Background: an optimization exercise with open tools, aiming at small area, a short achievable clock period and few clock cycles per item. Do not read the settings as production practice.
RTL that was checked went through simulation tests only; none was proved equivalent to the original.
No functional check of the RTL was part of runs 5 to 8.

`flow/config.mk`:
```
export PLATFORM = sky130hd
export DESIGN_NAME = chard_lane
export DESIGN_NICKNAME = chard_lane
export VERILOG_FILES = /design/flow/design.v
export SDC_FILE = /design/flow/constraint.sdc
export NUM_CORES = 4
export LEC_CHECK = 0
export CAP_MARGIN = 30
export CORE_MARGIN = 2
export CORE_UTILIZATION = 50
export CTS_CLUSTER_DIAMETER = 80
export CTS_CLUSTER_SIZE = 20
export SETUP_SLACK_MARGIN = 2.35
export SLEW_MARGIN = 30
export TNS_END_PERCENT = 5
```
`flow/constraint.sdc`:
```
create_clock -name core_clock -period 5.0 [get_ports {clk}]
set_input_delay 1.0000 -clock core_clock [delete_from_list [all_inputs] [get_ports {clk}]]
set_output_delay 1.0000 -clock core_clock [all_outputs]
set_load 0.01 [all_outputs]
```
`flow/flow/abc_speed.script`:
```
strash
dch -f
map -D 1400
buffer -c
topo
stime -c
upsize -c
dnsize -c
```
`flow/flow/run.sh`:
```
#!/bin/bash
# The standard layout (standard.sh), with two synthesis changes that touch
# only the combinational mapping (registers are mapped exactly as in the
# standard synthesis, before either step):
#  - abc maps with a delay target (flow/abc_speed.script) in place of the
#    stock speed script;
#  - no full/half-adder extraction (ADDER_MAP_FILE empty), so abc sees the
#    adders as plain logic.
# Everything else is ORFS's own scripts, unchanged.
set -euo pipefail
here=$(pwd)
rm -rf "$here/scripts"
cp -r "$FLOW_HOME/scripts" "$here/scripts"
cp "$here/flow/abc_speed.script" "$here/scripts/abc_speed.script"
export SCRIPTS_DIR="$here/scripts"
export ADDER_MAP_FILE=
export BUFFER_PORTS_ARGS="-buffer_cell sky130_fd_sc_hd__buf_1"
bash "$here/standard.sh" > "$here/standard.log" 2>&1
```
`flow/design.v`:
```
module chard_lane (
    input  wire        clk,
    input  wire        rst,
    input  wire        cmd_valid,
    output wire        cmd_ready,
    input  wire        cmd_slot,       
    input  wire [63:0] cmd_seed,
    input  wire [63:0] cmd_index,      
    input  wire [15:0] cmd_epoch,      
    input  wire [9:0]  cmd_stream,     
    input  wire [15:0] cmd_op,         
    input  wire [63:0] cmd_pos,        
    input  wire [15:0] cmd_count,      
    output wire        out_valid,
    input  wire        out_ready,
    output wire [31:0] out_word,
    output wire [63:0] out_hash,       
    output wire        out_last,       
    output wire        out_wrap,       
    output wire        tbl_en,
    output wire [9:0]  tbl_addr_a,
    output wire [9:0]  tbl_addr_b,
    input  wire [31:0] tbl_data_a,
    input  wire [31:0] tbl_data_b
);
    localparam RPS = 1;                
    localparam NS  = 8 / RPS;          
    localparam J5  = 5 / RPS;          
    localparam [31:0] K6 = 32'h9E37_79B9;
    localparam [31:0] K7 = 32'h7F4A_7C15;
    wire adv = out_ready | ~out_valid;
    reg         pending;               
    reg         ready_r;               
    reg         g_busy;
    reg         g_slot;
    reg         g_first;
    reg  [63:0] g_pos;
    reg  [15:0] g_left;
    assign cmd_ready = ready_r;
    reg         g_last;                
    reg         g_wrap;                
    reg  [2:0]  g_ones;
    wire        g_c16 = g_ones[0];
    wire        g_c32 = g_ones[0] & g_ones[1];
    wire        g_c48 = g_ones[0] & g_ones[1] & g_ones[2];
    wire [63:0] g_next_pos = {g_pos[63:48] + {15'd0, g_c48 & ~g_slot},
                              g_pos[47:32] + {15'd0, g_c32},
                              g_pos[31:16] + {15'd0, g_c16},
                              g_pos[15:0] + 16'd1};
    wire [2:0]  g_next_ones = {g_c32 ? (g_pos[47:32] == 16'hFFFE) : g_ones[2],
                               g_c16 ? (g_pos[31:16] == 16'hFFFE) : g_ones[1],
                               g_pos[15:0] == 16'hFFFE};
    wire [2:0]  cmd_ones = {&cmd_pos[47:32], &cmd_pos[31:16], &cmd_pos[15:0]};
    wire take    = cmd_valid & ready_r;
    wire abort   = pending & ~cmd_valid;             
    wire vacc    = cmd_valid & ~pending & (~g_busy | (adv & g_last));
    wire        v  [0:NS+2];           
    wire        f  [0:NS+2];           
    wire        sp [0:NS+2];           
    wire        l  [0:NS+2];           
    wire        w  [0:NS+2];           
    assign v[0]  = g_busy;
    assign f[0]  = g_first;
    assign sp[0] = pending;
    assign l[0]  = g_last;
    assign w[0]  = g_wrap;
    wire keys_in = (J5 == 0) ? vacc : (adv & v[J5-1] & f[J5-1] & sp[J5-1]);
    always @(posedge clk) begin
        if (rst) begin
            pending <= 1'b0;
            ready_r <= 1'b0;
            g_busy  <= 1'b0;
        end else begin
            if (take | abort) begin
                pending <= 1'b0;
                ready_r <= 1'b0;
            end else begin
                if (vacc)
                    pending <= 1'b1;
                if (keys_in)
                    ready_r <= 1'b1;
            end
            if (abort)
                g_busy <= 1'b0;
            else if (vacc)
                g_busy <= 1'b1;
            else if (g_busy & adv & g_last)
                g_busy <= 1'b0;
        end
    end
    wire g_load = ~g_busy | g_last;
    always @(posedge clk) begin
        if (~g_busy | adv) begin
            g_slot  <= g_load ? cmd_slot : g_slot;
            g_first <= g_load;
            g_pos   <= g_load ? cmd_pos : g_next_pos;
            g_ones  <= g_load ? cmd_ones : g_next_ones;
            g_left  <= g_load ? cmd_count : g_left - 16'd1;
            g_last  <= g_load ? (cmd_count == 16'd1) : (g_left == 16'd2);
            g_wrap  <= g_load ? 1'b0 : (g_slot & g_c48);
        end
    end
    reg  [31:0] kb0, kb1, kb2, kb3;
    reg  [25:0] kb4;                   
    reg  [15:0] kb5;                   
    reg         kb5s;                  
    wire [31:0] k4 = {kb4[25:10], 6'd0, kb4[9:0]};
    wire [31:0] k5 = {6'd0, kb5s, ~kb5s, 8'h00, kb5};
    function kload;
        input integer i;
        begin
            if (i / RPS == 0) kload = ~g_busy | (adv & g_last);
            else kload = adv & v[i/RPS-1] & f[i/RPS-1] & sp[i/RPS-1];
        end
    endfunction
    always @(posedge clk) begin
        if (kload(0)) kb0 <= cmd_seed[31:0];
        if (kload(1)) kb1 <= cmd_seed[63:32];
        if (kload(2)) kb2 <= cmd_slot ? 32'd0 : cmd_index[31:0];
        if (kload(3)) kb3 <= cmd_slot ? 32'd0 : cmd_index[63:32];
        if (kload(4)) kb4 <= cmd_slot ? 26'd0 : {cmd_epoch, cmd_stream};
        if (kload(5)) begin
            kb5  <= cmd_slot ? 16'd0 : cmd_op;
            kb5s <= cmd_slot;
        end
    end
    function [31:0] key_of;
        input integer i;
        begin
            case (i)
                0: key_of = kb0;
                1: key_of = kb1;
                2: key_of = kb2;
                3: key_of = kb3;
                4: key_of = k4;
                5: key_of = k5;
                6: key_of = K6;
                default: key_of = K7;
            endcase
        end
    endfunction
    function [31:0] add32;
        input [31:0] x, y;
        reg   [31:0] p, g, pp, gg;
        integer i, d;
        begin
            p  = x ^ y;
            g  = x & y;
            pp = p;
            gg = g;
            for (d = 1; d < 32; d = d * 2)
                for (i = 2 * d - 1; i < 32; i = i + 2 * d) begin
                    gg[i] = gg[i] | (pp[i] & gg[i-d]);
                    pp[i] = pp[i] & pp[i-d];
                end
            for (d = 8; d >= 1; d = d / 2)
                for (i = 3 * d - 1; i < 32; i = i + 2 * d) begin
                    gg[i] = gg[i] | (pp[i] & gg[i-d]);
                    pp[i] = pp[i] & pp[i-d];
                end
            add32 = p ^ {gg[30:0], 1'b0};
        end
    endfunction
    function [63:0] round;
        input [31:0] a, b, k;
        reg   [31:0] s;
        begin
            s     = add32({a[7:0], a[31:8]}, b);
            round = {s ^ k, s ^ ({b[28:0], b[31:29]} ^ k)};
        end
    endfunction
    wire [31:0] sa [0:NS];             
    wire [31:0] sb [0:NS];
    assign sa[0] = g_pos[63:32];
    assign sb[0] = g_pos[31:0];
    genvar gs, gr;
    generate
        for (gs = 1; gs <= NS; gs = gs + 1) begin : st
            reg  [31:0] ra, rb;
            reg         rv, rf, rsp, rl, rw;
            wire [63:0] h [0:RPS];
            assign h[0] = {sa[gs-1], sb[gs-1]};
            for (gr = 0; gr < RPS; gr = gr + 1) begin : rn
                assign h[gr+1] = round(h[gr][63:32], h[gr][31:0],
                                       key_of((gs - 1) * RPS + gr));
            end
            always @(posedge clk) begin
                if (rst)
                    rv <= 1'b0;
                else if (adv)          
                    rv <= v[gs-1] & ~(abort & sp[gs-1]);
                else if (abort & rsp)
                    rv <= 1'b0;
                if (take)
                    rsp <= 1'b0;
                else if (adv)
                    rsp <= sp[gs-1];
            end
            always @(posedge clk)
                if (adv) begin
                    ra <= h[RPS][63:32];
                    rb <= h[RPS][31:0];
                    rf <= f[gs-1];
                    rl <= l[gs-1];
                    rw <= w[gs-1];
                end
            assign sa[gs] = ra;
            assign sb[gs] = rb;
            assign v[gs]  = rv;
            assign f[gs]  = rf;
            assign sp[gs] = (gs <= J5) ? rsp : 1'b0;
            assign l[gs]  = rl;
            assign w[gs]  = rw;
        end
    endgenerate
    reg  [31:0] t_a, t_b;
    reg  [31:0] o_word;
    reg  [63:0] o_hash;
    reg         t_v, t_l, t_w, o_v, o_l, o_w;
    assign tbl_en     = adv & v[NS];
    assign tbl_addr_a = sb[NS][9:0];
    assign tbl_addr_b = sb[NS][19:10];
    wire [63:0] tb_dbl = {tbl_data_b, tbl_data_b} << t_b[24:20];
    always @(posedge clk) begin
        if (rst) begin
            t_v <= 1'b0;
            o_v <= 1'b0;
        end else if (adv) begin
            t_v <= v[NS];
            o_v <= t_v;
        end
    end
    always @(posedge clk)
        if (adv) begin
            t_a    <= sa[NS];
            t_b    <= sb[NS];
            t_l    <= l[NS];
            t_w    <= w[NS];
            o_word <= tbl_data_a ^ tb_dbl[63:32] ^ t_a;
            o_hash <= {t_a, t_b};
            o_l    <= t_l;
            o_w    <= t_w;
        end
    assign out_valid = o_v;
    assign out_word  = o_word;
    assign out_hash  = o_hash;
    assign out_last  = o_l;
    assign out_wrap  = o_w;
endmodule
```
`flow/standard.sh`:
```
#!/bin/bash
# synth_recipe.tcl (not shown) runs the flow's synth.tcl, then flattens the netlist and writes it again
# the make line also repeats each setting of config.mk as NAME=value (left out here)
make -C /OpenROAD-flow-scripts/flow DESIGN_CONFIG=/design/flow/config.mk WORK_HOME=/design/flow/orfs CLKGATE_MAP_FILE= SYNTH_SCRIPT=/design/flow/synth_recipe.tcl "${@:-finish}"
```
==> results of run 1 <==
## kinds of logic (layout without fill, tap and decap cells)
| logic type | after synthesis | in the layout |
|---|---|---|
| compound gates | 648 | 648 |
| flops | 973 | 973 |
| fa+ha+maj | 4 | 4 |
| buf+inv | 641 | 1216 |
| other cells | 0 | 1 |
| xor+xnor | 757 | 757 |
| simple gates | 2054 | 2054 |
## per-layer routing
layer / vias up / track usage / part of all wire / wire [um]
met5: - / 0 / 0.000088 / 12
met2: 929 / 0.449 / 0.51 / 69900
met3: 158 / 0.0281 / 0.044 / 5960
met4: 2 / 0.0624 / 0.026 / 3550
li1: 18100 / - / - / -
met1: 17300 / 0.321 / 0.42 / 57200
## what timing repair did
item,in CTS,in global routing
pin swaps,7,44
buffers inserted,27,83
endpoints found under the hold margin,0,0
endpoints found under the setup margin,215,308
gates cloned,2,1
gates resized for setup,35,172
## cell type report
type / count / area [um2]
Fill cell: 9025 / 44700
Multi-Input combinational cell: 3463 / 21400
Timing Repair inverter: 3 / 22.5
Sequential cell: 973 / 29000
Clock inverter: 16 / 136
Inverter: 545 / 2090
Antenna cell: 1 / 2.50
Tap cell: 1380 / 1730
Clock buffer: 81 / 1600
Timing Repair Buffer: 571 / 2770
## flip-flops by register name, summed over array words and instances (netlist names), 8 cells and up
name	count
g_left	16
g_pos	64
kb0	32
kb1	32
kb2	32
kb3	32
kb4	26
kb5	16
o_hash	64
o_word	32
st.ra	256
st.rb	256
st.rl	8
st.rv	8
st.rw	8
t_a	32
t_b	32
## cell usage in the layout, fill, tap and decap left out, drive strengths merged, types with 82 or more instances in the layout
cell	n
o21ai	224
nor2	834
a21oi	172
xnor2	184
nand3	152
edfxtp	954
buf	570
xor2	513
clkbuf	82
inv	547
nand2	849
## path summary, 6_finish.rpt
kind / depth (start not counted) / start / endpoint
max: 9 / st[2].rb[15] / st[3].rb[21]
min: 0 / st[8].ra[25] / t_a[25]
max reg2reg: 9 / st[2].rb[15] / st[3].rb[21]
min reg2reg: 0 / st[8].ra[25] / t_a[25]
## metrics by stage
stage / std cells / util / hold slack (ps)
6_report: 7033 / 0.568 / 419
5_1_grt: 7032 / 0.568 / 421
4_1_cts: 6946 / 0.555 / 406
3_5_place_dp: 6820 / 0.534 / 405
3_3_place_gp: 6817 / 0.534 / 400
2_1_floorplan: 5077 / - / 400
## worst reg2reg max path, stage by stage, from the launching register on
cell and delay [ps]:
edfxtp_1 500, xnor2_2 200, nor4_2 410, a21oi_4 160
and2_1 230, o31ai_4 280, buf_4 160, nand2_1 40
o21ai_1 130, xor3_1 270
==> flow_metrics.tcl, run 1 <==
set metrics [dict create \
    synth.net_count 5396 \
    postSynthAreaPerCell_um2 10.3 \
    design_area_mm2 0.0588 \
    h-tree-depth 2 \
    critPathLaunchType "register" \
    finalWorstPathRequiredPeriod_ps 2670 \
    ys_seq_area_frac 0.557 \
    port_buffers 439 \
    wl_per_cell_um 19.4 \
    yosysMostFrequentCell "edfxtp_1" \
    cts_buffers 59 \
    gp_congestion 0.913 \
    cp_data_required_time_ps 5420 \
    ys.flop_type "edfxtp_1" \
    cts.hold.buffers_added 0 \
    dr.pass1.iters 8 \
    async_flop_share 0 \
    cts.clk_slew.worst_paths_ps 90 \
    cts_buffer_depth 3 \
    core_region_area_mm2 0.103 \
    slowest_stage "edfxtp_1" \
    synth.distinct_cells 83 \
    drv_slew 0 \
    hpwlAfterDp_um 106000 \
    end_kind "register" \
    setup_violations 0 \
    synthCells 5077 \
    yosys.area_share.adder 0.000769 \
    grt_max_degree 165 \
    die_area_mm2 0.107 \
    die-width_um 327 \
    drc 0 \
    synth_edf_count 954 \
    clock_skew_ps 32.1 \
    cp.arrival_ps 3090 \
    synthXorXnorAreaFrac 0.145 \
    grt_pass1_vias 33600 \
    drive_gt1_frac 0.0980 \
    yosysTopAreaCellShare 0.550 \
    yosysWarnings 1 \
    ioPinCount 440 \
    status "no timing/DRC/antenna violations" \
    cp_slowest_stage_delay_ps 500 \
    final_antenna_net_count 0 \
    cts_tree "done" \
    max_slew.worst_pin.slew_ps 887 \
    rows 118 \
    max_freq_ghz 0.374 \
    syn_to_final_growth_pct 12.9 \
    synth_area_leader_cell "edfxtp_1" \
    final_nets 5935 \
    pre_cts_ws_ps 1410 \
    worstSkewPairLatency_ps 700 \
    rsz0062_at_grt "true" \
    synth_seq_cells 973 \
    dpl_cell_area_mm2 0.0553 \
    grt_overflow 0 \
    path_max_fanout 4 \
    finalWirelength_um 137000 \
    path_class "register to register" \
    root_buffer "clkbuf_16" \
    vias_per_cell 5.19 \
    antenna_found_initial 4 \
    setup_ws_ps 2330 \
    slew_headroom 0.409 \
    vias 36500 \
    drt_iter0_markers 2825 \
    yosys.area_share.simple 0.166 \
    grt_first_pass_wirelength_um 200000 \
    hp-class "register to register" \
    die_h_um 327 \
    yosys-top-cells-area "edfxtp_1 55%, xor2_1 8.5%, nand2_1 6.1%, nor2_1 5.8%, inv_1 3.8%" \
    finalCritPeriodShare 0.534 \
    syn_area_mm2 0.0521 \
    synth_mux_area_frac 0 \
    crit_chain "xnor2_2 > nor4_2 > a21oi_4 > and2_1 > o31ai_4 > buf_4 > nand2_1 > o21ai_1 > xor3_1" \
    synth-compound-area-share 0.0823 \
    cts_sinks 973 \
    rrSetupSlack_ps 2330 \
    final_hold_viol_count 0 \
    initial_utilization 0.503 \
    critical-path-top-delay-family "simple AND/OR/NAND/NOR gates" \
    setup_tns_ps 0 \
    synth_common_cells "954 x edfxtp_1, 844 x nand2_1, 811 x nor2_1" \
    synth_top_family_by_area "simple AND/OR/NAND/NOR gates" \
    cap_violations 0 \
    grt.total_usage 0.250 \
    crit_buf_inv 1 \
]
Testbench counts, summed over its fixed seeds: cycles 24,293, items 23,934.
==> run 2, diff against run 1 <==
--- a/flow/config.mk
+++ b/flow/config.mk
@@ -7,7 +7,7 @@
 export LEC_CHECK = 0
 export CAP_MARGIN = 30
 export CORE_MARGIN = 2
-export CORE_UTILIZATION = 50
+export CORE_UTILIZATION = 58
 export CTS_CLUSTER_DIAMETER = 80
 export CTS_CLUSTER_SIZE = 20
 export SETUP_SLACK_MARGIN = 2.35
==> run 2 against run 1 <==
Net effect:
- still clean
- clock skew shrank 7.1 ps
- final cell count decreased by 3.4%
- global-route usage increased by 4.4 points
- fmax is 3.5% lower
- critical path depth shrank 5
- synthesized cell count unchanged
- final area decreased by 1.1%
- critical path type is now input port to output pin
==> flow_metrics.tcl, run 2 <==
set metrics [dict create \
    vias_per_cell 5.44 \
    worstSkewPairLatency_ps 690 \
    dr.pass1.iters 6 \
    yosysWarnings 1 \
    yosys-top-cells-area "edfxtp_1 55%, xor2_1 8.5%, nand2_1 6.1%, nor2_1 5.8%, inv_1 3.8%" \
    grt_overflow 0 \
    cts_buffer_depth 3 \
    reg.largest.list "st.ra: 256 flops, st.rb: 256 flops" \
    core_region_area_mm2 0.0886 \
    final_hold_viol_count 0 \
    finalWirelength_um 139000 \
    final_nets 5900 \
    finalWorstPathRequiredPeriod_ps 2770 \
    vias 37000 \
    synth_common_cells "954 x edfxtp_1, 844 x nand2_1, 811 x nor2_1" \
    dp.cells 6609 \
    root_buffer "clkbuf_16" \
    synth.net_count 5396 \
    initial_utilization 0.588 \
    cap_violations 0 \
    ys_seq_area_frac 0.557 \
    path_class "input port to output pin" \
    syn_to_final_growth_pct 11.7 \
    final_common_cell "edfxtp_1" \
    die-width_um 304 \
    synth_seq_cells 973 \
    ys.flop_type "edfxtp_1" \
    grt_first_pass_wirelength_um 204000 \
    drv_slew 0 \
    rows 109 \
    yosysMostFrequentCell "edfxtp_1" \
    synth_area_leader_cell "edfxtp_1" \
    dpl_cell_area_mm2 0.0551 \
    ioPinCount 440 \
    critPathLaunchType "input port" \
    path_max_fanout 3 \
    final_cells 6794 \
    cts_tree "done" \
    grt_pass1_vias 34500 \
    rsz0062_at_grt "true" \
    die_area_mm2 0.0922 \
    finalCritPeriodShare 0.554 \
    cp.arrival_ps 1770 \
    max_freq_ghz 0.361 \
    yosysTopAreaCellShare 0.550 \
    grt_max_degree 164 \
    syn_area_mm2 0.0521 \
    grt.total_usage 0.294 \
    drive_gt1_frac 0.0871 \
    slew_headroom 0.385 \
    gp_congestion 0.937 \
    cp_data_required_time_ps 4000 \
    drc 0 \
    worstHoldStart "st[8].ra[17]" \
    synthCells 5077 \
    synth.distinct_cells 83 \
    die_h_um 304 \
    r2r_start "st[6].ra[27]" \
    wl_per_cell_um 20.4 \
    cts_buffers 58 \
    port_buffers 439 \
    crit_buf_inv 2 \
    slowest_stage "buf_1" \
    startpoint "out_ready" \
    drt_iter0_markers 3130 \
    hp-class "register to register" \
    cts.hold.buffers_added 0 \
    finalHoldWorstSlack_ps 413 \
    async_flop_share 0 \
    cts.clk_slew.worst_paths_ps 90 \
    cp_slowest_stage_delay_ps 250 \
    h-tree-depth 2 \
    setup_violations 0 \
    final_antenna_net_count 0 \
    setup_tns_ps 0 \
    end_kind "output pin" \
    postSynthAreaPerCell_um2 10.3 \
    final_cell_mix "954 x edfxtp_1, 834 x nand2_1, 761 x nor2_1" \
    cts_sinks 973 \
    antenna_found_initial 4 \
    synth_edf_count 954 \
    max_slew.worst_pin.slew_ps 923 \
    crit_chain "buf_1 > nor2_4 > nor2_1 > clkbuf_2" \
    design_area_mm2 0.0582 \
    clock_skew_ps 25.0 \
    hpwlAfterDp_um 109000 \
    status "no timing/DRC/antenna violations" \
    critical-path-top-delay-family "buffers and inverters" \
]
run 2: per-layer routing:
layer / up-vias / global-route usage / wire length [um]
met2: 1142 / 0.506 / 68100
met1: 17600 / 0.397 / 58200
met4: 2 / 0.0885 / 4310
met3: 197 / 0.0272 / 7940
met5: - / 0 / 10
li1: 18000 / - / -
run 2: cells by family after synthesis:
family / share of synthesized area
buffers and inverters: 0.0479
XOR/XNOR: 0.145
AND/OR/NAND/NOR: 0.166
adder cells (fa/ha/maj): 0.000769
AO/OA/AOI/OAI: 0.0823
flip-flops: 0.557
run 2: worst paths after layout:
kind | cells after the start | slack, ps | to
max | 4 | 2230 | tbl_en
min reg2reg | 0 | 410 | t_a[17]
min | 0 | 410 | t_a[17]
max reg2reg | 11 | 2270 | st[7].rb[31]
run 2: final cells by class:
class | count | area [um2]
clock buffers | 89 | 1640
repair inverters | 3 | 22.5
fillers | 7162 | 30500
diodes | 4 | 10.0
inverters | 545 | 2080
flip-flops and latches | 973 | 29000
repair buffers | 537 | 2510
multi-input cells | 3463 | 21300
well taps | 1165 | 1460
clock inverters | 15 | 135
run 2: repair_timing:
item | 4_1_cts | 5_1_grt
gates resized for setup | 4 | 174
setup endpoints to repair | 274 | 412
hold endpoints to repair | 0 | 0
setup buffers | 2 | 71
pin swaps | 1 | 37
cloned | 0 | 3
run 2: metrics by stage:
step	setup WS [ps]	util
detailed placement	1210	0.621
global placement	1290	0.620
global route	2150	0.656
CTS	2150	0.642
finish	2230	0.656
floorplan	115	-
==> run 3, diff against run 2 <==
--- a/flow/config.mk
+++ b/flow/config.mk
@@ -7,9 +7,9 @@
 export LEC_CHECK = 0
 export CAP_MARGIN = 30
 export CORE_MARGIN = 2
-export CORE_UTILIZATION = 58
-export CTS_CLUSTER_DIAMETER = 80
-export CTS_CLUSTER_SIZE = 20
+export CORE_UTILIZATION = 50
+export CTS_CLUSTER_DIAMETER = 90
+export CTS_CLUSTER_SIZE = 24
 export SETUP_SLACK_MARGIN = 2.35
 export SLEW_MARGIN = 30
 export TNS_END_PERCENT = 5
==> run 3 against run 2 <==
Net effect:
- die area is 16% higher
- routed wire length down 1.7%
- clock skew rose by 4.2 ps
- hold slack improved by 12 ps
- fmax rose by 3.1%
- core utilization down 9.0 points
- critical path depth up 9
- final cell count rose by 3.2%
- register-to-register slack improved by 40 ps
- largest cell class unchanged
- highest routed layer is now met4
- final area is 0.75% higher
==> flow_metrics.tcl, run 3 <==
set metrics [dict create \
    critPathMostFrequentCell "nand2_1" \
    vias 36300 \
    finalWirelength_um 136000 \
    min_path_cells 0 \
    ys.flop_type "edfxtp_1" \
    grt_max_degree 165 \
    nFillCells 9018 \
    yosysWarnings 1 \
    final_cell_mix "954 x edfxtp_1, 829 x nand2_1, 741 x nor2_1" \
    drc 0 \
    critPathLaunchType "register" \
    die-width_um 327 \
    initial_utilization 0.503 \
    cts_buffers 50 \
    setup_ws_ps 2310 \
    clock_skew_ps 29.2 \
    syn_area_mm2 0.0521 \
    wl_per_cell_um 19.4 \
    worstHoldStart "st[8].ra[25]" \
    die_area_mm2 0.107 \
    cts.clk_slew.worst_paths_ps 100 \
    hp-class "register to register" \
    drive_gt1_frac 0.0993 \
    r2r_start "st[2].rb[11]" \
    synth.net_count 5396 \
    cts_buffer_depth 3 \
    grt_pass1_vias 33300 \
    synth.distinct_cells 83 \
    worst-path-stages 13 \
    rows 118 \
    yosysTopAreaCellShare 0.550 \
    synth_edf_count 954 \
    synth_area_leader_cell "edfxtp_1" \
    path_max_fanout 4 \
    pre_cts_ws_ps 1410 \
    slew_headroom 0.406 \
    cts_sinks 973 \
    gp_congestion 0.913 \
    status "no timing/DRC/antenna violations" \
    syn_to_final_growth_pct 12.6 \
    finalHoldWorstSlack_ps 425 \
    cap_violations 0 \
    cp_slowest_stage_delay_ps 470 \
    worstRegToRegCells 13 \
    max_freq_ghz 0.372 \
    setup_violations 0 \
    drt_iter0_markers 2787 \
    port_buffers 439 \
    grt_overflow 0 \
    cp_data_required_time_ps 5420 \
    drv_slew 0 \
    crit_buf_inv 1 \
    end_kind "register" \
    crit_chain "nand2_1 > inv_1 > nor2_1 > nand2_1 > o21ai_2 > a21oi_4 > and2_1 > o31ai_4 > nand2_1 > a21oi_1 > o22ai_1 > nand3_1 > nand2_1" \
    final_cells 7010 \
    path_class "register to register" \
    cp.arrival_ps 3110 \
    final_hold_viol_count 0 \
    postSynthAreaPerCell_um2 10.3 \
    core_region_area_mm2 0.103 \
    ys_seq_area_frac 0.557 \
    ioPinCount 440 \
    synth_common_cells "954 x edfxtp_1, 844 x nand2_1, 811 x nor2_1" \
    rsz0062_at_grt "true" \
    dp.cells 6820 \
    yosys-top-cells-area "edfxtp_1 55%, xor2_1 8.5%, nand2_1 6.1%, nor2_1 5.8%, inv_1 3.8%" \
    finalCritPeriodShare 0.537 \
    diodes 0 \
    root_buffer "clkbuf_16" \
    vias_per_cell 5.18 \
    hpwlAfterDp_um 106000 \
    grt_first_pass_wirelength_um 199000 \
    yosysMostFrequentCell "edfxtp_1" \
    grt.total_usage 0.248 \
    slowest_stage "edfxtp_1" \
    synth_seq_cells 973 \
    reg.largest.list "st.ra: 256 flops, st.rb: 256 flops" \
    dr.pass1.iters 6 \
    async_flop_share 0 \
    synthCells 5077 \
    startpoint "st[2].rb[11]" \
    max_slew.worst_pin.slew_ps 891 \
    cts_tree "done" \
    die_h_um 327 \
    setup_tns_ps 0 \
    finalWorstPathRequiredPeriod_ps 2690 \
    final_nets 5926 \
    critical-path-top-delay-family "compound AO/OA/AOI/OAI gates" \
    h-tree-depth 2 \
    final_common_cell "edfxtp_1" \
    final_antenna_net_count 0 \
    worstSkewPairLatency_ps 690 \
    antenna_found_initial 2 \
]
[run 3: cell type report]
cell class,instances,area [um2],share of cell area
tap,1380,1730,0.0295
multi-input combinational,3463,21500,0.367
timing repair inverter,2,15.0,0.000256
clock inverter,16,163,0.00277
sequential,973,29000,0.495
inverter,545,2080,0.0355
timing repair buffer,572,2760,0.0471
clock buffer,59,1330,0.0226
[run 3: final timing paths]
kind                  endpoint  slack, ps
setup / recovery  st[3].rb[23]       2310
hold / removal         t_a[25]        420
setup reg to reg  st[3].rb[23]       2310
hold reg to reg        t_a[25]        420
[run 3: cells by family (layout without fill, tap and decap cells)]
family                   Yosys count  after routing  synth area share
AO/OA/AOI/OAI                    648            648            0.0823
XOR/XNOR                         757            757             0.145
adder cells (fa/ha/maj)            4              4          0.000769
buffers and inverters            641           1194            0.0479
flip-flops                       973            973             0.557
AND/OR/NAND/NOR                 2054           2054             0.166
[run 3: stage by stage]
step	util	instance area (um2)
after floorplan	-	52100
after global placement	0.534	55200
after detailed placement	0.534	55300
after CTS	0.551	57000
after global routing	0.566	58600
final	0.566	58600
[run 3: metal layers]
metal | GRT usage | up-vias | part of all wire
li1 | - | 18000 | -
met1 | 0.321 | 17300 | 0.42
met2 | 0.446 | 856 | 0.51
met3 | 0.0209 | 142 | 0.038
met4 | 0.0676 | 0 | 0.026
met5 | 0 | - | 0
[run 3: what timing repair did]
| item | in CTS | in global routing |
|---|---|---|
| pin swaps | 2 | 61 |
| endpoints found under the setup margin | 211 | 313 |
| hold endpoints to repair | 0 | 0 |
| hold buffers | 0 | 0 |
| setup buffers | 15 | 96 |
| cloned | 2 | 0 |
| resized for setup | 20 | 200 |
==> run 4, diff against run 3 <==
--- a/flow/design.v
+++ b/flow/design.v
@@ -208,7 +208,7 @@
             assign sb[gs] = rb;
             assign v[gs]  = rv;
             assign f[gs]  = rf;
-            assign sp[gs] = (gs <= J5) ? rsp : 1'b0;
+            assign sp[gs] = rsp;
             assign l[gs]  = rl;
             assign w[gs]  = rw;
         end
--- a/flow/config.mk
+++ b/flow/config.mk
@@ -7,7 +7,7 @@
 export LEC_CHECK = 0
 export CAP_MARGIN = 30
 export CORE_MARGIN = 2
-export CORE_UTILIZATION = 50
+export CORE_UTILIZATION = 40
 export CTS_CLUSTER_DIAMETER = 90
 export CTS_CLUSTER_SIZE = 24
 export SETUP_SLACK_MARGIN = 2.35
==> run 4 against run 3 <==
Net effect:
- core utilization fell by 11 points
- critical path depth decreased by 6
- first-iteration DRC count is 4.1% lower
- via count hardly changed
- clock skew up 23 ps
- largest cell class unchanged
==> flow_metrics.tcl, run 4 <==
set metrics [dict create \
    rrSetupSlack_ps 2300 \
    ioPinCount 440 \
    synthCells 5098 \
    die-width_um 365 \
    rows 132 \
    port_buffers 439 \
    rsz0062_at_grt "true" \
    initial_utilization 0.403 \
    met1_usage 0.258 \
    synth_seq_cells 975 \
    reg.largest.list "st.ra: 256 flops, st.rb: 256 flops" \
    busiest_layer "met2" \
    hp-class "register to register" \
    slowest_stage "buf_4" \
    whs_endpoint "t_a[3]" \
    synth_area_leader_cell "edfxtp_1" \
    min_path_cells 0 \
    yosys-top-cells-area "edfxtp_1 55%, xor2_1 8.2%, nor2_1 6.1%, nand2_1 6.0%, inv_1 3.9%" \
    grt_first_pass_wirelength_um 203000 \
    synth.distinct_cells 78 \
    cts.clk_slew.worst_paths_ps 90 \
    clock_skew_ps 52.2 \
    startpoint "out_ready" \
    grt_util_met2 0.364 \
    cts_buffers 53 \
    grt.total_usage 0.203 \
    vias_per_cell 4.90 \
    max_freq_ghz 0.365 \
    worstHoldStart "st[8].ra[3]" \
    cp_data_required_time_ps 4000 \
    multi_input_area_mm2 0.0216 \
    antenna_found_initial 4 \
    root_buffer "clkbuf_16" \
    final_hold_viol_count 0 \
    drc 0 \
    cts_sinks 975 \
    ys_seq_area_frac 0.558 \
    grt_max_degree 181 \
    setup_tns_ps 0 \
    crit_chain "buf_4 > nor2_4 > buf_12 > clkinv_16 > nand2_2 > inv_2 > buf_1" \
    cp_slowest_stage_delay_ps 150 \
    drv_slew 0 \
    async_flop_share 0 \
    die_h_um 365 \
    critPathLaunchType "input port" \
    register_area_mm2 0.0291 \
    synth_common_cells "954 x edfxtp_1, 849 x nor2_1, 839 x nand2_1" \
    hpwlAfterDp_um 109000 \
    grt_pass1_vias 34000 \
    postSynthAreaPerCell_um2 10.2 \
    core_region_area_mm2 0.129 \
    yosysMostFrequentCell "edfxtp_1" \
    drt_iter0_markers 2674 \
    dr.pass1.iters 6 \
    syn_to_final_growth_pct 14.1 \
    path_max_fanout 18 \
    r2r_start "st[5].rb[13]" \
    fin_util 0.459 \
    grt_overflow 0 \
    ys.flop_type "edfxtp_1" \
    path_class "input port to output pin" \
    cts_tree "done" \
    h-tree-depth 2 \
    nFillCells 12200 \
    setup_violations 0 \
    worstSkewPairLatency_ps 720 \
    cts_buffer_depth 3 \
    finalWirelength_um 140000 \
    synth_edf_count 954 \
    syn_area_mm2 0.0521 \
    slew_headroom 0.376 \
    cap_violations 0 \
    max_slew.worst_pin.slew_ps 924 \
    gp_congestion 0.924 \
    final_cell_mix "954 x edfxtp_1, 823 x nand2_1, 780 x nor2_1" \
    synth.net_count 5417 \
    drive_gt1_frac 0.102 \
    wl_per_cell_um 18.9 \
    yosysTopAreaCellShare 0.549 \
    finalWorstPathRequiredPeriod_ps 2740 \
    r2r_end "st[6].rb[29]" \
    finalCritPeriodShare 0.548 \
    status "no timing/DRC/antenna violations" \
    yosysWarnings 1 \
    final_common_cell "edfxtp_1" \
    met3_usage 0.0218 \
    cp.arrival_ps 1740 \
    end_kind "output pin" \
    die_area_mm2 0.133 \
    vias 36300 \
    worstRegToRegCells 9 \
    final_antenna_net_count 0 \
    final_nets 5957 \
]
[run 4: changes by cell type after synthesis, sizes merged, moves of 4 or more]
| cell | before | now |
|---|---|---|
| nor2 | 834 | 864 |
| xor2 | 513 | 498 |
| nand3 | 152 | 145 |
| and2 | 59 | 65 |
| xnor3 | 41 | 47 |
| a211oi | 5 | 10 |
| a31oi | 58 | 62 |
| nand3b | 15 | 11 |
[run 4: through the flow]
stage | cells | worst slack, ps | hold slack [ps] | area (um2)
2_1_floorplan | 5098 | 773 | 400 | 52200
3_3_place_gp | 7204 | 1210 | 401 | 55800
3_5_place_dp | 7205 | 1130 | 405 | 55800
4_1_cts | 7298 | 2140 | 391 | 57600
5_1_grt | 7410 | 2160 | 420 | 59500
6_report | 7410 | 2260 | 409 | 59500
[run 4: layer usage]
metal / vias up / routed length, um
met5: - / 12
met4: 2 / 4220
met3: 178 / 6450
met2: 890 / 70200
met1: 17100 / 58800
li1: 18100 / -
[run 4: worst max path at each step]
stage                         to  slack (ps)  cells after the start
floorplan                 tbl_en         770                      5
global placement       g_pos[37]        1210                      6
detailed placement     g_pos[37]        1130                      6
CTS                 st[3].ra[31]        2140                     13
global route        st[5].ra[31]        2160                     12
finish                    tbl_en        2260                      7
[run 4: final cells by class]
type                       instances  area share
timing repair inverter             2    0.000547
tap                             1742      0.0366
antenna                            1   0.0000421
timing repair buffer             581      0.0477
clock buffer                      58      0.0230
sequential                       975       0.489
inverter                         547      0.0350
clock inverter                    26     0.00528
multi-input combinational       3478       0.363
[run 4: critical path, delay by kind of cell]
| family | cells | cell delay, ps |
|---|---|---|
| simple gates | 2 | 200 |
| buf+inv | 5 | 520 |
[run 4: logic make-up (layout without fill, tap and decap cells)]
family / Yosys count / in the layout / share of synthesized area
buffers and inverters: 646 / 1214 / 0.0484
adder cells (fa/ha/maj): 3 / 3 / 0.000576
flip-flops: 975 / 975 / 0.558
XOR/XNOR: 743 / 743 / 0.144
other: 0 / 1 / 0
AND/OR/NAND/NOR: 2077 / 2078 / 0.166
AO/OA/AOI/OAI: 654 / 654 / 0.0827
[run 4: what timing repair did]
item / 4_1_cts / 5_1_grt
endpoints found under the setup margin: 418 / 479
gates cloned: 3 / 0
buffers inserted: 6 / 109
pin swaps: 3 / 65
hold buffers: 0 / 0
gates resized for setup: 9 / 246
Testbench counts of run 4, summed over its fixed seeds: cycles 24,293, items 23,934.
==> run 5, diff against run 4 <==
--- a/flow/design.v
+++ b/flow/design.v
@@ -217,7 +217,9 @@
     reg  [31:0] o_word;
     reg  [63:0] o_hash;
     reg         t_v, t_l, t_w, o_v, o_l, o_w;
-    assign tbl_en     = adv & v[NS];
+    reg         fresh;
+    reg  [31:0] d_word;
+    assign tbl_en     = v[NS];
     assign tbl_addr_a = sb[NS][9:0];
     assign tbl_addr_b = sb[NS][19:10];
     wire [63:0] tb_dbl = {tbl_data_b, tbl_data_b} << t_b[24:20];
@@ -230,13 +232,19 @@
             o_v <= t_v;
         end
     end
+    wire [31:0] t_word = tbl_data_a ^ tb_dbl[63:32] ^ t_a;
+    always @(posedge clk) begin
+        fresh <= adv;
+        if (fresh)
+            d_word <= t_word;
+    end
     always @(posedge clk)
         if (adv) begin
             t_a    <= sa[NS];
             t_b    <= sb[NS];
             t_l    <= l[NS];
             t_w    <= w[NS];
-            o_word <= tbl_data_a ^ tb_dbl[63:32] ^ t_a;
+            o_word <= fresh ? t_word : d_word;
             o_hash <= {t_a, t_b};
             o_l    <= t_l;
             o_w    <= t_w;
--- a/flow/config.mk
+++ b/flow/config.mk
@@ -8,8 +8,8 @@
 export CAP_MARGIN = 30
 export CORE_MARGIN = 2
 export CORE_UTILIZATION = 40
-export CTS_CLUSTER_DIAMETER = 90
-export CTS_CLUSTER_SIZE = 24
-export SETUP_SLACK_MARGIN = 2.35
+export CTS_CLUSTER_DIAMETER = 80
+export CTS_CLUSTER_SIZE = 20
+export SETUP_SLACK_MARGIN = 2.3
 export SLEW_MARGIN = 30
 export TNS_END_PERCENT = 5
==> run 5 against run 4 <==
Net effect:
- non-clock buffer count shrank 22
- area after synthesis grew 2.3%
- die area grew 2.2%
- global-route usage grew 0.28 points
==> flow_metrics.tcl, run 5 <==
set metrics [dict create \
    topRoutingLayerUsed "met4" \
    rows 133 \
    cts_buffer_depth 3 \
    critPathLaunchType "input port" \
    h-tree-depth 3 \
    cts.clk_slew.worst_paths_ps 90 \
    synthCells 5224 \
    max_slew.worst_pin.slew_ps 993 \
    met1Wirelength_um 61500 \
    core_region_area_mm2 0.132 \
    ys_seq_area_frac 0.558 \
    vias 37200 \
    dr.pass1.iters 6 \
    finalWorstPathRequiredPeriod_ps 2810 \
    yosysTopAreaCellShare 0.537 \
    worstRegToRegCells 9 \
    grt_first_pass_wirelength_um 210000 \
    grt.total_usage 0.206 \
    final_nets 6073 \
    async_flop_share 0 \
    synth_seq_cells 1008 \
    yosys-top-cells-area "edfxtp_1 54%, xor2_1 7.7%, nand2_1 6.5%, nor2_1 5.6%, inv_1 4.0%" \
    path_class "input port to register" \
    hp-class "register to register" \
    cp_data_required_time_ps 5380 \
    yosysWarnings 1 \
    ioPinCount 440 \
    port_buffers 439 \
    nFillCells 12500 \
    synth.net_count 5543 \
    crit_buf_inv 4 \
    wl_per_cell_um 19.1 \
    final_cell_mix "954 x edfxtp_1, 907 x nand2_1, 737 x nor2_1" \
    grt_max_degree 172 \
    syn_area_mm2 0.0533 \
    grt_overflow 0 \
    worstSkewPairLatency_ps 680 \
    syn_to_final_growth_pct 13.8 \
    synth_area_leader_cell "edfxtp_1" \
    final_antenna_net_count 0 \
    drt_iter0_markers 2669 \
    postSynthAreaPerCell_um2 10.2 \
    critPathMostFrequentCell "nor2_4" \
    end_kind "register" \
    cts_tree "done" \
    r2r_start "st[6].rb[11]" \
    r2r_end "st[7].rb[24]" \
    hpwlAfterDp_um 113000 \
    setup_tns_ps 0 \
    initial_utilization 0.404 \
    synth.distinct_cells 79 \
    cap_violations 0 \
    cp_slowest_stage_delay_ps 680 \
    finalCritPeriodShare 0.562 \
    grt_pass1_vias 34900 \
    die_area_mm2 0.136 \
    drv_slew 0 \
    synth_edf_count 954 \
    crit_chain "buf_1 > nor2_4 > buf_12 > clkinv_16 > nand2_1 > nor2_4 > buf_4" \
    critical-path-top-delay-family "buffers and inverters" \
    cts_sinks 1008 \
    cp.arrival_ps 3190 \
    ys.flop_type "edfxtp_1" \
    status "no timing/DRC/antenna violations" \
    final_common_cell "edfxtp_1" \
    reg.largest.list "st.ra: 256 flops, st.rb: 256 flops" \
    slowest_stage "nor2_4" \
    path_max_fanout 113 \
    min_path_cells 0 \
    finalWirelength_um 144000 \
    rsz0062_at_grt "true" \
    route.met3.wl_um 6570 \
    final_hold_viol_count 0 \
    startpoint "out_ready" \
    worstHoldStart "st[1].rw" \
    rrSetupSlack_ps 2200 \
    root_buffer "clkbuf_16" \
    antenna_found_initial 6 \
    vias_per_cell 4.92 \
    synth_common_cells "954 x edfxtp_1, 924 x nand2_1, 789 x nor2_1" \
    setup_violations 0 \
    slew_headroom 0.329 \
    clock_skew_ps 33.3 \
    yosysMostFrequentCell "edfxtp_1" \
    drc 0 \
    gp_congestion 0.915 \
    whs_endpoint "st[2].rw" \
    met2_length_um 70300 \
    cts_buffers 70 \
    max_freq_ghz 0.356 \
    cts.hold.buffers_added 0 \
    die-width_um 369 \
    die_h_um 369 \
    drive_gt1_frac 0.0937 \
]
[run 5: stage by stage]
stage,util,cells,hold WS [ps],setup WS (ps),cell area (um2)
6_report,0.460,7554,413,2190,60700
5_1_grt,0.460,7553,426,2030,60700
3_3_place_gp,0.432,7339,400,1240,57000
2_1_floorplan,-,5224,400,893,53400
4_1_cts,0.450,7467,415,2180,59400
3_5_place_dp,0.432,7341,405,1370,57000
[run 5: layout make-up]
type                    instances  area (um2)  share of cell area
flip-flops and latches       1008       29700               0.490
multi-input cells            3546       21700               0.358
repair buffers                559        2670              0.0441
well taps                    1755        2200              0.0362
inverters                     569        2160              0.0357
clock buffers                  91        1930              0.0318
clock inverters                24         250             0.00413
diodes                          2        5.00           0.0000825
[run 5: cells by family after synthesis]
family / count (synthesis) / share of synthesized area
buffers and inverters: 671 / 0.0492
AND/OR/NAND/NOR: 2086 / 0.163
adder cells (fa/ha/maj): 3 / 0.000563
XOR/XNOR: 760 / 0.145
AO/OA/AOI/OAI: 696 / 0.0847
flip-flops: 1008 / 0.558
[run 5: per-layer routing]
metal | vias to the layer above | GRT usage
met1 | 17500 | 0.265
met2 | 1021 | 0.356
met4 | 0 | 0.0743
li1 | 18500 | -
met5 | - | 0
met3 | 237 | 0.0247
[run 5: worst max path at each step]
stage | end | slack, ps | cells after the start
after floorplan | kb4[0] | 890 | 5
after global placement | g_pos[28] | 1240 | 6
after detailed placement | g_pos[28] | 1370 | 6
after CTS | st[7].rb[24] | 2180 | 9
after global routing | st[7].ra[27] | 2030 | 12
final | kb3[4] | 2190 | 7
[run 5: worst reg2reg max path, cell delays in order (launching register included)]
cell	delay, ps
edfxtp_1	470
or2_1	290
nand2_1	120
o21ai_0	120
a21oi_1	250
o211ai_2	140
o21bai_1	350
nand2_1	170
xnor2_1	440
xor2_1	170
[run 5: repair_timing]
item,4_1_cts,5_1_grt
pin swaps,3,53
buffers inserted,10,84
endpoints found under the setup margin,243,381
gates resized for setup,40,155
gates cloned,1,0
==> run 6, diff against run 5 <==
--- a/flow/config.mk
+++ b/flow/config.mk
@@ -10,6 +10,6 @@
 export CORE_UTILIZATION = 40
 export CTS_CLUSTER_DIAMETER = 80
 export CTS_CLUSTER_SIZE = 20
-export SETUP_SLACK_MARGIN = 2.3
+export SETUP_SLACK_MARGIN = 2.4
 export SLEW_MARGIN = 30
 export TNS_END_PERCENT = 5
==> run 6 against run 5 <==
Net effect:
- register-to-register slack improved by 50 ps
- final cell count up 0.17%
- sequential share of layout area fell by 0.31 points
- area after synthesis unchanged
- clock skew up 2.0 ps
- fmax grew 2.2%
- worst setup slack better by 61 ps
- hold slack is essentially flat
- routed wire length rose by 0.92%
- sequential cell count is the same
==> flow_metrics.tcl, run 6 <==
set metrics [dict create \
    die-width_um 369 \
    yosysTopAreaCellShare 0.537 \
    rsz0062_at_grt "true" \
    vias_per_cell 4.93 \
    worstRegToRegCells 12 \
    status "no timing/DRC/antenna violations" \
    core_region_area_mm2 0.132 \
    cts_buffer_depth 3 \
    ys_seq_area_frac 0.558 \
    reg.largest.list "st.ra: 256 flops, st.rb: 256 flops" \
    synth_edf_count 954 \
    yosys-top-cells-area "edfxtp_1 54%, xor2_1 7.7%, nand2_1 6.5%, nor2_1 5.6%, inv_1 4.0%" \
    final_common_cell "edfxtp_1" \
    cts.clk_slew.worst_paths_ps 90 \
    synth_seq_cells 1008 \
    dp.cells 7341 \
    grt_pass1_vias 35000 \
    synth_area_leader_cell "edfxtp_1" \
    final_nets 6086 \
    design_area_mm2 0.0610 \
    postSynthAreaPerCell_um2 10.2 \
    grt_first_pass_wirelength_um 212000 \
    syn_to_final_growth_pct 14.5 \
    slowest_stage "edfxtp_1" \
    vias 37300 \
    synth.net_count 5543 \
    cp.arrival_ps 3180 \
    slew_headroom 0.343 \
    hpwlAfterDp_um 113000 \
    setup_tns_ps 0 \
    worst-path-stages 12 \
    antenna_found_initial 6 \
    met1Wirelength_um 61700 \
    drc 0 \
    setup_violations 0 \
    rows 133 \
    grt_max_degree 172 \
    dpl_cell_area_mm2 0.0570 \
    ys.flop_type "edfxtp_1" \
    finalCritPeriodShare 0.550 \
    crit_buf_inv 1 \
    drt_iter0_markers 2810 \
    dr.pass1.iters 6 \
    cap_violations 0 \
    syn_area_mm2 0.0533 \
    finalWorstPathRequiredPeriod_ps 2750 \
    critPathMostFrequentCell "a21oi_2" \
    clock_skew_ps 35.3 \
    final_hold_viol_count 0 \
    cp_slowest_stage_delay_ps 540 \
    root_buffer "clkbuf_16" \
    met2_length_um 71400 \
    async_flop_share 0 \
    critical-path-top-delay-family "compound AO/OA/AOI/OAI gates" \
    cts_buffers 70 \
    die_area_mm2 0.136 \
    path_class "register to register" \
    yosysMostFrequentCell "edfxtp_1" \
    finalWirelength_um 145000 \
    grt_overflow 0 \
    initial_utilization 0.404 \
    synth_common_cells "954 x edfxtp_1, 924 x nand2_1, 789 x nor2_1" \
    final_antenna_net_count 0 \
    h-tree-depth 3 \
    yosysWarnings 1 \
    cts_tree "done" \
    drv_slew 0 \
    die_h_um 369 \
    route.met3.wl_um 6620 \
    max_slew.worst_pin.slew_ps 972 \
    port_buffers 439 \
    drive_gt1_frac 0.103 \
    final_cells 7567 \
    gp_congestion 0.915 \
    grt.total_usage 0.208 \
    ioPinCount 440 \
    cp_data_required_time_ps 5430 \
    critPathLaunchType "register" \
    path_max_fanout 5 \
    synth.distinct_cells 79 \
    crit_chain "xnor2_2 > a21oi_2 > nand2_1 > nor2_2 > o21ai_2 > a21oi_2 > o21ai_2 > a21oi_2 > o22ai_4 > buf_4 > a21oi_1 > nor2_2" \
    nFillCells 12400 \
    end_kind "register" \
    max_freq_ghz 0.364 \
    hp-class "register to register" \
    min_path_cells 0 \
    cts.hold.buffers_added 0 \
    synthCells 5224 \
    topRoutingLayerUsed "met4" \
    cts_sinks 1008 \
    worstSkewPairLatency_ps 680 \
    final_cell_mix "954 x edfxtp_1, 903 x nand2_1, 727 x nor2_1" \
    wl_per_cell_um 19.2 \
]
[run 6: cell types whose count changed in the layout (fill, tap and decap cells not counted), moves of 4 or more]
cell     before  now
o21ai_0     205  181
o21ai_2      30   50
nor2_1      737  727
nor2_2       55   63
buf_4       109  114
buf_6         2    6
nand2_1     907  903
nand2_4       0    4
[run 6: logic make-up after synthesis]
family | Yosys count | share of synthesized area
compound gates | 696 | 0.0847
xor+xnor | 760 | 0.145
fa+ha+maj | 3 | 0.000563
buf+inv | 671 | 0.0492
flops | 1008 | 0.558
simple gates | 2086 | 0.163
[run 6: worst paths after layout]
path                              startpoint  slack (ps)            to
worst min-delay path                st[1].rw         410      st[2].rw
worst max-delay path            st[1].rb[14]        2250  st[2].ra[30]
worst max register to register  st[1].rb[14]        2250  st[2].ra[30]
worst min register to register      st[1].rw         410      st[2].rw
[run 6: area by class of cell]
cell class | instances | area [um2] | share of cell area
sequential | 1008 | 29700 | 0.487
multi-input combinational | 3547 | 21900 | 0.359
timing repair buffer | 570 | 2810 | 0.0460
tap | 1755 | 2200 | 0.0360
inverter | 569 | 2180 | 0.0357
clock buffer | 91 | 1930 | 0.0316
clock inverter | 24 | 250 | 0.00410
timing repair inverter | 1 | 5.00 | 0.0000820
antenna | 2 | 5.00 | 0.0000820
[run 6: repair_timing]
| action | in CTS | in global routing |
|---|---|---|
| endpoints found under the setup margin | 330 | 373 |
| endpoints found under the hold margin | 0 | 0 |
| gates resized for setup | 63 | 230 |
| buffers inserted | 25 | 80 |
| pin swaps | 6 | 57 |
| cloned | 2 | 1 |
[run 6: routing by layer]
layer,GRT usage,up-vias
met3,0.0251,230
met4,0.0741,0
li1,-,18500
met1,0.267,17600
met2,0.360,985
met5,0,-
[run 6: stage by stage]
stage / utilization / hold WS [ps] / setup slack [ps]
after global routing: 0.463 / 426 / 2160
after global placement: 0.432 / 400 / 1240
after CTS: 0.452 / 415 / 2220
final: 0.463 / 413 / 2250
after detailed placement: 0.432 / 405 / 1370
after floorplan: - / 400 / 893
==> run 7, diff against run 6 <==
--- a/flow/design.v
+++ b/flow/design.v
@@ -149,12 +149,7 @@
             pp = p;
             gg = g;
             for (d = 1; d < 32; d = d * 2)
-                for (i = 2 * d - 1; i < 32; i = i + 2 * d) begin
-                    gg[i] = gg[i] | (pp[i] & gg[i-d]);
-                    pp[i] = pp[i] & pp[i-d];
-                end
-            for (d = 8; d >= 1; d = d / 2)
-                for (i = 3 * d - 1; i < 32; i = i + 2 * d) begin
+                for (i = 31; i >= d; i = i - 1) begin
                     gg[i] = gg[i] | (pp[i] & gg[i-d]);
                     pp[i] = pp[i] & pp[i-d];
                 end
@@ -217,9 +212,7 @@
     reg  [31:0] o_word;
     reg  [63:0] o_hash;
     reg         t_v, t_l, t_w, o_v, o_l, o_w;
-    reg         fresh;
-    reg  [31:0] d_word;
-    assign tbl_en     = v[NS];
+    assign tbl_en     = adv & v[NS];
     assign tbl_addr_a = sb[NS][9:0];
     assign tbl_addr_b = sb[NS][19:10];
     wire [63:0] tb_dbl = {tbl_data_b, tbl_data_b} << t_b[24:20];
@@ -232,19 +225,13 @@
             o_v <= t_v;
         end
     end
-    wire [31:0] t_word = tbl_data_a ^ tb_dbl[63:32] ^ t_a;
-    always @(posedge clk) begin
-        fresh <= adv;
-        if (fresh)
-            d_word <= t_word;
-    end
     always @(posedge clk)
         if (adv) begin
             t_a    <= sa[NS];
             t_b    <= sb[NS];
             t_l    <= l[NS];
             t_w    <= w[NS];
-            o_word <= fresh ? t_word : d_word;
+            o_word <= tbl_data_a ^ tb_dbl[63:32] ^ t_a;
             o_hash <= {t_a, t_b};
             o_l    <= t_l;
             o_w    <= t_w;
--- a/flow/config.mk
+++ b/flow/config.mk
@@ -10,6 +10,6 @@
 export CORE_UTILIZATION = 40
 export CTS_CLUSTER_DIAMETER = 80
 export CTS_CLUSTER_SIZE = 20
-export SETUP_SLACK_MARGIN = 2.4
+export SETUP_SLACK_MARGIN = 2.3
 export SLEW_MARGIN = 30
 export TNS_END_PERCENT = 5
==> run 7 against run 6 <==
Net effect:
- final area is 1.3% higher
- final cell count is 7.8% higher
- clock-buffer cell count is 10 lower
- register-to-register slack worse by 100 ps
- fmax is 3.8% lower
- worst setup slack worse by 110 ps
- global-route usage is 3.3 points higher
- sequential share of layout area is 1.7 points lower
- area after synthesis is 2.8% higher
- critical path type is now input port to output pin
==> flow_metrics.tcl, run 7 <==
set metrics [dict create \
    hp-class "register to register" \
    ioPinCount 440 \
    cp_slowest_stage_delay_ps 250 \
    die-width_um 374 \
    crit_chain "buf_2 > nor2_4 > inv_16 > nand2_1 > inv_2 > buf_1" \
    ys_seq_area_frac 0.530 \
    yosysTopAreaCellShare 0.523 \
    drt_iter0_markers 3611 \
    synth.distinct_cells 79 \
    max_slew.worst_pin.slew_ps 886 \
    ys.flop_type "edfxtp_1" \
    critPathLaunchType "input port" \
    path_class "input port to output pin" \
    grt_first_pass_wirelength_um 250000 \
    drc 0 \
    synth_seq_cells 975 \
    rsz0062_at_grt "true" \
    end_kind "output pin" \
    design_area_mm2 0.0619 \
    slew_headroom 0.408 \
    synthCells 5847 \
    synth_edf_count 954 \
    final_cell_mix "1037 x nand2_1, 954 x edfxtp_1, 897 x nor2_1" \
    final_antenna_net_count 0 \
    cp_data_required_time_ps 4000 \
    yosysMostFrequentCell "nand2_1" \
    grt_max_degree 189 \
    finalWirelength_um 173000 \
    worstSkewPairLatency_ps 700 \
    cp.arrival_ps 1860 \
    cts_buffers 70 \
    finalWorstPathRequiredPeriod_ps 2860 \
    core_region_area_mm2 0.136 \
    antenna_found_initial 7 \
    synth.net_count 6166 \
    finalCritPeriodShare 0.572 \
    path_max_fanout 22 \
    grt_overflow 0 \
    rrSetupSlack_ps 2150 \
    grt.total_usage 0.240 \
    dr.pass1.iters 7 \
    cts_tree "done" \
    port_buffers 439 \
    status "no timing/DRC/antenna violations" \
    drv_slew 0 \
    yosysWarnings 1 \
    finalHoldWorstSlack_ps 411 \
    cts_sinks 975 \
    die_h_um 374 \
    syn_to_final_growth_pct 12.8 \
    max_freq_ghz 0.350 \
    final_nets 6651 \
    clock_skew_ps 53.4 \
    grt_pass1_vias 40000 \
    syn_area_mm2 0.0548 \
    setup_violations 0 \
    postSynthAreaPerCell_um2 9.37 \
    rows 135 \
    synth_area_leader_cell "edfxtp_1" \
    wl_per_cell_um 21.2 \
    h-tree-depth 3 \
    die_area_mm2 0.140 \
    cts_buffer_depth 3 \
    cap_violations 0 \
    drive_gt1_frac 0.0712 \
    hpwlAfterDp_um 141000 \
    dpl_cell_area_mm2 0.0585 \
    fin_util 0.455 \
    final_hold_viol_count 0 \
    vias_per_cell 5.16 \
    yosys-top-cells-area "edfxtp_1 52%, xor2_1 10%, nand2_1 7.1%, nor2_1 6.7%, inv_1 4.0%" \
    async_flop_share 0 \
    reg.largest.list "st.ra: 256 flops, st.rb: 256 flops" \
    synth_common_cells "1038 x nand2_1, 981 x nor2_1, 954 x edfxtp_1" \
    setup_tns_ps 0 \
    final_common_cell "nand2_1" \
    gp_congestion 0.993 \
    root_buffer "clkbuf_16" \
    initial_utilization 0.404 \
    vias 42100 \
    slowest_stage "nor2_4" \
    cts.clk_slew.worst_paths_ps 80 \
]
## run 7: kinds of logic (layout without fill, tap and decap cells)
kind of cell    after synthesis  in the layout  share of synthesized area
flops                       975            975                      0.530
compound gates              886            886                     0.0996
buf+inv                     695           1225                     0.0491
fa+ha+maj                     2              2                   0.000365
xor+xnor                    841            841                      0.135
other cells                   0              3                          0
simple gates               2448           2448                      0.185
## run 7: final timing paths
kind	cells after the start	start	endpoint
worst max-delay path	6	out_ready	tbl_en
worst min register to register	0	t_b[2]	o_hash[2]
worst min-delay path	0	t_b[2]	o_hash[2]
worst max register to register	8	st[6].rb[3]	st[7].rb[31]
## run 7: worst max-delay path: cells and delay by family
kind,cells,cell delay (ps)
buffers and inverters,4,460
AND/OR/NAND/NOR,2,370
## run 7: final cells by class
type / instances / area [um2]
tap: 1781 / 2230
multi-input combinational: 4177 / 23800
sequential: 975 / 29100
timing repair buffer: 499 / 2180
antenna: 3 / 7.51
fill: 13300 / 74000
clock inverter: 36 / 465
inverter: 605 / 2300
timing repair inverter: 4 / 32.5
clock buffer: 81 / 1810
## run 7: timing repair
item | in CTS | in global routing
setup buffers | 5 | 30
hold buffers | 0 | 0
gates cloned | 2 | 2
endpoints found under the hold margin | 0 | 0
pin swaps | 1 | 13
endpoints found under the setup margin | 336 | 278
resized for setup | 20 | 165
## run 7: per-layer routing
metal  track usage  routed length (um)
met5             0                   0
met4        0.0873                6430
met3        0.0314               10100
met2         0.390               79600
met1         0.329               77000
## run 7: stage by stage
step	cells	setup slack, ps
after floorplan	5847	768
after global placement	8000	1260
after detailed placement	8000	1360
after CTS	8124	2120
after global routing	8159	2130
final	8161	2140
==> run 8, diff against run 7 <==
--- a/flow/design.v
+++ b/flow/design.v
@@ -149,10 +149,11 @@
             pp = p;
             gg = g;
             for (d = 1; d < 32; d = d * 2)
-                for (i = 31; i >= d; i = i - 1) begin
-                    gg[i] = gg[i] | (pp[i] & gg[i-d]);
-                    pp[i] = pp[i] & pp[i-d];
-                end
+                for (i = 0; i < 32; i = i + 1)
+                    if ((i / d) % 2 == 1) begin
+                        gg[i] = gg[i] | (pp[i] & gg[(i / d) * d - 1]);
+                        pp[i] = pp[i] & pp[(i / d) * d - 1];
+                    end
             add32 = p ^ {gg[30:0], 1'b0};
         end
     endfunction
==> run 8 against run 7 <==
Net effect:
- final cell count down 12%
- clock-buffer cell count down 2
- core utilization down 0.071 points
- register-to-register slack better by 90 ps
- first-iteration DRC count down 23%
- non-clock buffer count up 17
- global-route usage down 3.9 points
- critical path type unchanged
- sequential cell count unchanged
- still clean
- highest routed layer unchanged
==> flow_metrics.tcl, run 8 <==
set metrics [dict create \
    synthCells 4862 \
    setup_ws_ps 2230 \
    dr.pass1.iters 5 \
    register_area_mm2 0.0291 \
    grt_max_degree 193 \
    vias_per_cell 4.92 \
    cts_sinks 975 \
    critPathLaunchType "input port" \
    worst-path-stages 7 \
    rsz0062_at_grt "true" \
    yosysMostFrequentCell "edfxtp_1" \
    synth_seq_cells 975 \
    drc 0 \
    yosys-top-cells-area "edfxtp_1 54%, xor2_1 7.4%, xnor3_1 6.2%, nand2_1 5.6%, nor2_1 5.3%" \
    finalCritPeriodShare 0.554 \
    hpwlAfterDp_um 108000 \
    synth.distinct_cells 75 \
    multi_input_area_mm2 0.0220 \
    cts.hold.buffers_added 0 \
    grt_pass1_vias 33500 \
    pre_cts_ws_ps 1330 \
    nFillCells 12300 \
    status "no timing/DRC/antenna violations" \
    finalWorstPathRequiredPeriod_ps 2770 \
    rows 133 \
    cts_buffers 69 \
    cts_tree "done" \
    slew_headroom 0.380 \
    initial_utilization 0.403 \
    setup_tns_ps 0 \
    antenna_found_initial 10 \
    cp_slowest_stage_delay_ps 150 \
    die-width_um 368 \
    root_buffer "clkbuf_16" \
    grt_overflow 0 \
    drive_gt1_frac 0.0741 \
    grt_first_pass_wirelength_um 203000 \
    syn_to_final_growth_pct 12.9 \
    wl_per_cell_um 19.5 \
    die_area_mm2 0.135 \
    cts.clk_slew.worst_paths_ps 80 \
    worstSkewPairLatency_ps 710 \
    grt.total_usage 0.202 \
    finalHoldWorstSlack_ps 409 \
    drv_slew 0 \
    synth_common_cells "954 x edfxtp_1, 783 x nand2_1, 751 x nor2_1" \
    vias 35300 \
    yosysWarnings 1 \
    path_max_fanout 13 \
    final_antenna_net_count 0 \
    final_cell_mix "954 x edfxtp_1, 777 x nand2_1, 721 x nor2_1" \
    crit_buf_inv 5 \
    core_region_area_mm2 0.131 \
    async_flop_share 0 \
    die_h_um 368 \
    max_slew.worst_pin.slew_ps 929 \
    port_buffers 439 \
    clock_skew_ps 50.4 \
    cts_buffer_depth 3 \
    gp_congestion 0.894 \
    worstRegToRegCells 13 \
    h-tree-depth 3 \
    final_common_cell "edfxtp_1" \
    setup_violations 0 \
    path_class "input port to output pin" \
    slowest_stage "buf_12" \
    fin_util 0.455 \
]
[run 8: cell types whose count changed after synthesis, sizes merged, moves of 58 or more]
| cell | before | now |
|---|---|---|
| inv | 603 | 491 |
| xor2 | 628 | 450 |
| nand3 | 136 | 78 |
| nor2 | 1017 | 780 |
| nand2 | 1044 | 788 |
| o21ai | 325 | 204 |
| xnor3 | 1 | 146 |
| a21oi | 269 | 192 |
[run 8: metal layers]
| metal | track usage | vias to the layer above | wire length (um) |
|---|---|---|---|
| li1 | - | 17400 | - |
| met1 | 0.258 | 16700 | 59800 |
| met2 | 0.343 | 1047 | 67200 |
| met3 | 0.0347 | 180 | 7770 |
| met4 | 0.0735 | 0 | 4890 |
| met5 | 0 | - | 0 |
[run 8: cells by family (layout without fill, tap and decap cells)]
| group | after synthesis | count (layout) | synth area share |
|---|---|---|---|
| compound gates | 608 | 608 | 0.0721 |
| xor+xnor | 838 | 838 | 0.188 |
| buf+inv | 587 | 1123 | 0.0435 |
| flops | 975 | 975 | 0.549 |
| other cells | 0 | 9 | 0 |
| simple gates | 1854 | 1856 | 0.147 |
[run 8: worst register-to-register path, cell delays in order (launching register included)]
cell      delay, ps
edfxtp_1        500
nand2_2         130
inv_4           100
nand3b_4        170
nor2_4          160
nand2_2          90
nor2_4          120
nand2_2          80
nor2_4          210
nand4_4         150
nor4_4          350
nand4_1         180
xor2_1          190
o21ai_1          70
[run 8: final timing paths]
path / from / to
worst max-delay path: out_ready / tbl_en
worst min-delay path: st[8].ra[10] / t_a[10]
worst max register to register: g_ones[0] / g_pos[63]
worst min register to register: st[8].ra[10] / t_a[10]
[run 8: area by class of cell]
class                           count  area share
Inverter                          491      0.0314
Multi-Input combinational cell   3302       0.368
Antenna cell                        9    0.000377
Timing Repair inverter              3    0.000440
Timing Repair Buffer              516      0.0400
Clock buffer                       79      0.0295
Clock inverter                     34     0.00758
Sequential cell                   975       0.486
Tap cell                         1755      0.0367
[run 8: repair_timing]
| item | in CTS | in global routing |
|---|---|---|
| resized for setup | 21 | 71 |
| gates cloned | 3 | 2 |
| setup buffers | 7 | 46 |
| setup endpoints to repair | 251 | 267 |
| pin swaps | 1 | 17 |
[run 8: per-stage QoR]
| step | instance area (um2) | std cells |
|---|---|---|
| after floorplan | 53000 | 4862 |
| after global placement | 56600 | 6980 |
| after detailed placement | 56600 | 6981 |
| after CTS | 59000 | 7104 |
| after global routing | 59800 | 7162 |
| final | 59800 | 7164 |

[separate check: timing with driven ports]
The results above use ideal ports. As a check the final layouts listed here were re-extracted and re-timed, cells and wires unchanged.
Step 1: set_driving_cell puts a clkbuf_16 on clk and a buf_2 on each other input, an assumption about the parent block.
Step 2 times the ports against the registers' clock, not the clock port: input delays grow and output delays shrink by t, the midpoint of the rising clock arrivals with the driver on.
a / b / c = ideal / step 1 / step 2; a / b = the first two.
run	t, ns	setup WS [ns]	worst setup path at the end	worst register clock-pin slew, ns
run 1	0.753	2.329 / 2.329 / 1.654	input to register	0.10 / 0.10
run 2	0.746	2.231 / 2.205 / 1.666	input to register	0.09 / 0.09
run 3	0.748	2.314 / 2.314 / 1.807	input to register	0.11 / 0.11
run 4	0.762	2.259 / 2.230 / 1.699	input to register	0.10 / 0.10
run 5	0.736	2.189 / 2.201 / 1.501	input to register	0.09 / 0.09
run 6	0.736	2.250 / 2.250 / 1.688	input to register	0.09 / 0.09
run 7	0.762	2.142 / 2.107 / 2.063	input to register	0.09 / 0.09
run 8	0.760	2.229 / 2.206 / 1.873	input to register	0.09 / 0.09
After both steps every run listed still meets setup and hold. The setup slack of run 5, which loses most, moves by +0.012 ns with the drivers and by -0.688 ns with both steps.
